This design comes from an exercise in tuning for small area and a short achievable clock period on the open sky130 flow, not from production work.
The RTL was checked by simulation tests, not by an equivalence proof against the original design.

===== design.v =====
module le_fpu_round (
    input  wire        sign,
    input  wire signed [9:0] exp,
    input  wire [23:0] m,
    input  wire        g,
    input  wire        s,
    output wire [31:0] y,
    output wire        ovf,
    output wire        unf
);
    wire        up  = g & (s | m[0]);
    wire [24:0] sum = {1'b0, m} + {24'd0, up};
    wire signed [9:0] e_out = exp + {9'd0, sum[24]};
    assign ovf = (e_out >= 10'sd255);
    assign unf = (e_out <= 10'sd0);
    assign y   = {sign, e_out[7:0], sum[22:0]};
endmodule
module le_fpu (
    input  wire        clk,
    input  wire        rst,         
    input  wire        in_valid,
    input  wire [31:0] in_insn,
    input  wire [31:0] in_a,        
    input  wire [31:0] in_b,        
    output reg         out_valid,
    output reg         out_fault,   
    output reg         out_wen,     
    output reg  [4:0]  out_rd,
    output reg  [31:0] out_data
);
    wire [5:0] op   = in_insn[31:26];
    wire [4:0] f_rb = in_insn[15:11];
    wire [4:0] f_rc = in_insn[10:6];
    wire [5:0] func = in_insn[5:0];
    reg legal;
    always @(*) begin
        legal = 1'b0;
        if (op == 6'h04) begin
            case (func)
                6'h00, 6'h01, 6'h02, 6'h07, 6'h08:
                    legal = (f_rc == 5'd0);
                6'h09, 6'h0A, 6'h0B, 6'h0C, 6'h0D, 6'h0E:
                    legal = (f_rb == 5'd0) && (f_rc == 5'd0);
                default:
                    legal = 1'b0;
            endcase
        end
    end
    wire f_add  = (func[5:1] == 5'b00000);              
    wire f_sub  = func[0];
    wire f_mul  = (func == 6'h02);
    wire f_mm   = (func == 6'h07) || (func == 6'h08);
    wire f_min  = (func == 6'h07);
    wire f_abs  = (func == 6'h09);
    wire f_neg  = (func == 6'h0A);
    wire f_cif  = (func == 6'h0B) || (func == 6'h0D);   
    wire f_qif  = func[2];                               
    wire f_qfi  = func[1];                               
    wire f_cfi  = (func == 6'h0C) || (func == 6'h0E);   
    wire        sa = in_a[31];
    wire [7:0]  ea = in_a[30:23];
    wire [22:0] fa = in_a[22:0];
    wire        a_zero = (ea == 8'd0);
    wire        a_emax = (ea == 8'hFF);
    wire        a_fnz  = (fa != 23'd0);
    wire        a_inf  = a_emax & ~a_fnz;
    wire        a_nan  = a_emax & a_fnz;
    wire        sb = in_b[31];
    wire [7:0]  eb = in_b[30:23];
    wire [22:0] fb = in_b[22:0];
    wire        b_zero = (eb == 8'd0);
    wire        b_emax = (eb == 8'hFF);
    wire        b_fnz  = (fb != 23'd0);
    wire        b_inf  = b_emax & ~b_fnz;
    wire        b_nan  = b_emax & b_fnz;
    wire a_ge = (in_a[30:0] >= in_b[30:0]);
    wire a_eq = (in_a[30:0] == in_b[30:0]);
    wire        sb_eff  = sb ^ f_sub;
    wire        eff_sub = sa ^ sb_eff;
    wire        sel_a   = ~f_add | ~a_ge;
    wire        z_sel   = sel_a ? a_zero : b_zero;
    wire [22:0] f_sel   = sel_a ? fa : fb;
    wire [31:0] s_in    = f_cif ? in_a : {1'b0, ~z_sel, f_sel & {23{~z_sel}}, 7'd0};
    wire [8:0]  d_ab    = {1'b0, ea} - {1'b0, eb};
    wire [8:0]  d_ba    = {1'b0, eb} - {1'b0, ea};
    wire [7:0]  d_add   = a_ge ? d_ab[7:0] : d_ba[7:0];
    wire [8:0]  t_cvt   = (f_qfi ? 9'd126 : 9'd157) - {1'b0, ea};
    wire        cvt_sat = t_cvt[8];                      
    wire [7:0]  sh_full = f_add ? d_add : (f_cif ? 8'd0 : t_cvt[7:0]);
    wire        sh_big  = (sh_full[7:5] != 3'd0);
    wire [4:0]  sh      = sh_full[4:0];
    wire [64:0] sh_x    = {s_in, 33'd0} >> sh;
    wire [32:0] w       = sh_big ? 33'd0 : sh_x[64:32];
    wire        stk     = sh_big ? (s_in != 32'd0) : (sh_x[31:0] != 32'd0);
    wire [31:0] x_add = f_add ? {1'b0, 1'b1, (a_ge ? fa : fb), 7'd0} : 32'd0;
    wire [31:0] y_add = {w[32:2], w[1] | (f_add & (w[0] | stk))};
    wire        cfi_up = w[0] & (stk | w[1]);
    wire        inv    = f_add ? eff_sub : sa;
    wire        cin    = f_add ? eff_sub : (f_cif ? sa : (sa ^ cfi_up));
    wire [32:0] add_t  = {x_add, 1'b1} + {y_add ^ {32{inv}}, cin};
    wire [31:0] sum    = add_t[32:1];
    wire        z4 = (sum[31:16] == 16'd0);
    wire [31:0] n4 = z4 ? {sum[15:0], 16'd0} : sum;
    wire        z3 = (n4[31:24] == 8'd0);
    wire [31:0] n3 = z3 ? {n4[23:0], 8'd0} : n4;
    wire        z2 = (n3[31:28] == 4'd0);
    wire [31:0] n2 = z2 ? {n3[27:0], 4'd0} : n3;
    wire        z1 = (n2[31:30] == 2'd0);
    wire [31:0] n1 = z1 ? {n2[29:0], 2'd0} : n2;
    wire        z0 = ~n1[31];
    wire [31:0] nn = z0 ? {n1[30:0], 1'b0} : n1;
    wire [4:0]  lz = {z4, z3, z2, z1, z0};
    wire        sum_zero = ~nn[31];
    wire [7:0]  e_big  = a_ge ? ea : eb;
    wire [8:0]  base   = f_add ? ({1'b0, e_big} + 9'd1) : (f_qif ? 9'd127 : 9'd158);
    wire signed [9:0] e_n = $signed({1'b0, base}) - $signed({5'd0, lz});
    wire        s_n    = f_add ? (a_ge ? sa : sb_eff) : sa;
    wire [31:0] r_n;
    wire        ovf_n, unf_n;
    le_fpu_round u_round_n (
        .sign(s_n),
        .exp (e_n),
        .m   (nn[31:8]),
        .g   (nn[7]),
        .s   (nn[6:0] != 7'd0),
        .y   (r_n),
        .ovf (ovf_n),
        .unf (unf_n)
    );
    wire [47:0]       mul_p = {1'b1, fa} * {1'b1, fb};
    wire              s_mul = sa ^ sb;
    wire signed [9:0] e_m   = $signed({2'd0, ea}) + $signed({2'd0, eb}) - 10'sd127
                              + $signed({9'd0, mul_p[47]});
    wire [23:0]       m_m   = mul_p[47] ? mul_p[47:24] : mul_p[46:23];
    wire              g_m   = mul_p[47] ? mul_p[23] : mul_p[22];
    wire              s_m   = (mul_p[21:0] != 22'd0) | (mul_p[47] & mul_p[22]);
    wire [31:0] r_m;
    wire        ovf_m, unf_m;
    le_fpu_round u_round_m (
        .sign(s_mul),
        .exp (e_m),
        .m   (m_m),
        .g   (g_m),
        .s   (s_m),
        .y   (r_m),
        .ovf (ovf_m),
        .unf (unf_m)
    );
    wire mag_a_ge = b_zero | (~a_zero & a_ge);
    wire mag_a_le = a_zero | (~b_zero & (~a_ge | a_eq));
    wire a_le_b = (sa & ~sb) | (~sa & ~sb & mag_a_le) | (sa & sb & mag_a_ge);
    wire a_ge_b = (~sa & sb) | (~sa & ~sb & mag_a_ge) | (sa & sb & mag_a_le);
    wire mm_a   = b_nan | (~a_nan & (f_min ? a_le_b : a_ge_b));
    reg [31:0] result;
    always @(*) begin
        result = r_n;
        if (f_add) begin
            if (a_nan | b_nan | (a_inf & b_inf & eff_sub))
                result = 32'h7FC0_0000;
            else if (a_inf | b_inf)
                result = {a_inf ? sa : sb_eff, 8'hFF, 23'd0};
            else if (a_zero & b_zero)
                result = {sa & sb_eff, 31'd0};
            else if (sum_zero)
                result = 32'd0;
            else if (ovf_n)
                result = {s_n, 8'hFF, 23'd0};
            else if (unf_n)
                result = {s_n, 31'd0};
            else
                result = r_n;
        end else if (f_mul) begin
            if (a_nan | b_nan | (a_inf & b_zero) | (b_inf & a_zero))
                result = 32'h7FC0_0000;
            else if (a_inf | b_inf)
                result = {s_mul, 8'hFF, 23'd0};
            else if (a_zero | b_zero)
                result = {s_mul, 31'd0};
            else if (ovf_m)
                result = {s_mul, 8'hFF, 23'd0};
            else if (unf_m)
                result = {s_mul, 31'd0};
            else
                result = r_m;
        end else if (f_mm) begin
            if (a_nan & b_nan)
                result = 32'h7FC0_0000;
            else if (mm_a)
                result = {sa, a_zero ? 31'd0 : in_a[30:0]};
            else
                result = {sb, b_zero ? 31'd0 : in_b[30:0]};
        end else if (f_abs | f_neg) begin
            if (a_nan)
                result = 32'h7FC0_0000;
            else
                result = {f_neg & ~sa, a_zero ? 31'd0 : in_a[30:0]};
        end else if (f_cif) begin
            result = sum_zero ? 32'd0 : r_n;
        end else begin
            if (a_nan)
                result = 32'd0;
            else if (a_inf | cvt_sat | (~sa & sum[31]))
                result = {sa, {31{~sa}}};
            else
                result = sum;
        end
    end
    always @(posedge clk) begin
        if (rst)
            out_valid <= 1'b0;
        else
            out_valid <= in_valid;
    end
    always @(posedge clk) begin
        out_fault <= ~legal;
        out_wen   <= legal;
        out_rd    <= in_insn[25:21];
        out_data  <= result;
    end
endmodule

===== run.sh =====
#!/bin/bash
# synth_recipe.tcl (not shown) runs the flow's synth.tcl, then flattens the netlist and writes it again
# the make line also repeats each setting of config.mk as NAME=value (left out here)
make -C /OpenROAD-flow-scripts/flow DESIGN_CONFIG=/design/flow/config.mk WORK_HOME=/design/flow/orfs CLKGATE_MAP_FILE= SYNTH_SCRIPT=/design/flow/synth_recipe.tcl finish

===== config.mk =====
export PLATFORM = sky130hd
export DESIGN_NAME = le_fpu
export DESIGN_NICKNAME = le_fpu
export VERILOG_FILES = /design/flow/design.v
export SDC_FILE = /design/flow/constraint.sdc
export NUM_CORES = 4
export LEC_CHECK = 0
export ABC_CLOCK_PERIOD_IN_PS = 13000
export CAP_MARGIN = 20
export CORE_MARGIN = 2
export CORE_UTILIZATION = 30
export SETUP_SLACK_MARGIN = 0.3
export SLEW_MARGIN = 20

===== constraint.sdc =====
create_clock -name core_clock -period 16.0 [get_ports {clk}]
set_input_delay 3.2000 -clock core_clock [delete_from_list [all_inputs] [get_ports {clk}]]
set_output_delay 3.2000 -clock core_clock [all_outputs]
set_load 0.01 [all_outputs]

==> run notes <==
==> layer usage <==
layer	up-vias	GRT usage	part of all wire
met3	322	0.0605	0.10
met4	12	0.0845	0.040
met2	1783	0.380	0.42
met5	-	0	0.00052
li1	17300	-	-
met1	18700	0.355	0.44
==> placed cells by master, fill, tap and decap left out, types with 26 or more instances in the layout <==
cell / instances
a211oi_1: 35
a21o_1: 62
a21oi_1: 248
a22oi_1: 31
a31oi_1: 47
and2_1: 206
buf_12: 34
buf_4: 926
buf_6: 46
clkbuf_2: 27
clkdlybuf4s50_1: 69
dfxtp_1: 40
fa_1: 486
ha_1: 274
inv_1: 629
mux2i_1: 76
nand2_1: 564
nand3_1: 80
nand4_1: 36
nor2_1: 271
nor3_1: 122
nor4_1: 26
o211ai_1: 52
o21ai_0: 133
o21ai_1: 30
o22ai_1: 34
or3_1: 29
xnor2_1: 108
xor2_1: 40
==> layout make-up <==
class	instances	area [um^2]	share of cell area
Timing Repair Buffer	1153	9680	0.205
Clock inverter	3	46.3	0.000982
Tap cell	1524	1910	0.0404
Clock buffer	5	125	0.00265
Sequential cell	40	801	0.0170
Multi-Input combinational cell	3619	32000	0.680
Inverter	666	2550	0.0541
==> logic make-up after synthesis <==
family | after synthesis | synth area share
adder cells (fa/ha/maj) | 789 | 0.386
XOR/XNOR | 157 | 0.0392
buffers and inverters | 955 | 0.106
AND/OR/NAND/NOR | 1537 | 0.211
flip-flops | 40 | 0.0228
AO/OA/AOI/OAI | 1024 | 0.201
multiplexers | 112 | 0.0338
==> worst paths after layout <==
kind / start / endpoint / slack (ps) / depth (start not counted)
min: in_insn[24] / out_rd[3]$_DFF_P_ / 3340 / 1
max: in_a[2] / out_data[16]$_DFF_P_ / 280 / 69
==> per-stage QoR <==
stage	hold slack [ps]	TNS [ps]	instances
after detailed placement	3650	-23820	6917
after global routing	3340	-1200	7010
final	3340	0	7010
after global placement	3650	-22940	6917
after CTS	3340	0	6981
after floorplan	3230	0	4614
==> state kept, by name, indices dropped and copies added, names as in the netlist <==
signal	flops
out_fault	1
out_rd	5
out_data	32
out_valid	1
out_wen	1
==> repair_timing <==
action	CTS	global route
gates cloned	9	1
setup buffers	47	28
resized for setup	319	241
pin swaps	74	88
endpoints found under the setup margin	31	31
==> critical path, delay by kind of cell <==
family                     cells  cell delay, ps
AOI/OAI and AO/OA             28            5260
and+or+nand+nor               14            3180
buffers and inverters         18            2360
adders and majority gates      6            1570
xor gates and xnor gates       2             220
muxes                          1             130
==> impl_metrics.yaml <==
status:
  status: "timing/DRC/antenna clean"
clock_tree:
  tritoncts: "done"
  cts-root-buf: "clkbuf_16"
  clk_path_buf_depth: 2
  clk_pin_slew_ps: 70
  numClockSinks: 40
  ctsHoldBuffers: 0
  cts_buffers: 5
  cts_max_level: 2
logic_synthesis:
  syn_nets: 5502
  synthArstFlopShare: 0
  ys_ff_latch: 40
  yosysWarnings: 1
  netlist.area_leader.share: 0.279
  ys_types: 125
  synth_top_flop_cell: "dfxtp_1"
  synthTopCellsByArea: "fa_1 (28%), ha_1 (11%), inv_1 (7.0%)"
  synth.most_common_cell: "inv_1"
  yosys.area.top_type: "fa_1"
  synthCells: 4614
  postSynthAreaPerCell_um2: 7.60
  netlist_area_um2: 35100
  synth_common_cells: "inv_1 (657), nand2_1 (575), fa_1 (488)"
  synth_seq_area_share: 0.0228
  synth-edff-count: 0
global_routing:
  grt_usage: 0.253
  first_global_vias: 38300
  antenna_found_initial: 7
  grt_max_degree: 43
  grt-ovfl-total: 0
  grt_pass1_wl_um: 235000
floorplan:
  fp-row-count: 125
  die_width_um: 346
  core-area_um2: 116000
  dieArea_um2: 120000
  start_util: 0.302
  io_pins: 139
  die_h_um: 346
timing:
  slew_violations: 0
  tightest_slew_ps: 831
  grt_setup_unrepaired: "yes"
  setup_violations: 0
  maxSlewHeadroom: 0.442
  final-hold-violation-count: 0
  max_freq_mhz: 63.6
  fin_ws_ps: 280
  post-route-period-util: 0.983
  timing.final.crit_period_ps: 15720
route:
  drc: 0
  dr.pass1.iters: 5
  wire_per_inst_um: 22.1
  vias: 38100
  ant_nets: 0
  wirelength_um: 155000
  via_per_inst: 5.44
  drtIter0Drc: 3341
job:
  drv_cap: 0
layout:
  fin_nets: 6373
  fillers: 11900
  drive_gt1_frac: 0.259
  postLayoutCellArea_um2: 47200
  postLayoutCoreUtil: 0.406
  area_growth_pct: 34.5
  antenna_cells: 0
place:
  dpl.hpwl_um: 121000
  place_area_um2: 44700
  post-place-ws_ps: -1120
  io_buffers: 133
  gp_congestion: 1.01
worst_setup_path:
  startpoint_type: "primary input"
  crit_path_top_delay_cell: "or4_4"
  crit_required_ps: 16220
  path_class: "primary input to flip-flop"
  path_common_cell: "buf_4"
  cp_data_arrival_time_ps: 15940
  critical_path.max_stage_delay_ps: 540
  critPathMaxFanout: 9
  endpoint_kind: "flip-flop"
worst_hold_path:
  worst_hold_path_type: "primary input to flip-flop"

-- static timing again, ports no longer ideal --
Ports are ideal in the flow. The routed layout listed here was re-timed in OpenROAD. Step 1 sets driving cells, clkbuf_16 on the clock port and buf_2 on the other inputs (assumed; they add their load-dependent delay and slew). Step 2 moves the port delays by t, midway between the first and last clock arrival at a register: inputs arrive t later, outputs are due t later. That takes back most of the time a late clock gives input paths. a / b / c = no drivers / after step 1 / after step 2; a / b = the first two.
shift t [ns]: 0.335
setup slack, ns: 0.280 / 0.243 / -0.092
hold slack, ns: 3.335 / 3.324 / 3.659
latest minus earliest clock arrival (ns): 0.014 / 0.014
Met with ideal ports but missed after step 2: setup timing in this run. For this run, drivers alone change the setup slack by -0.037 ns; drivers and shift together by -0.372 ns.
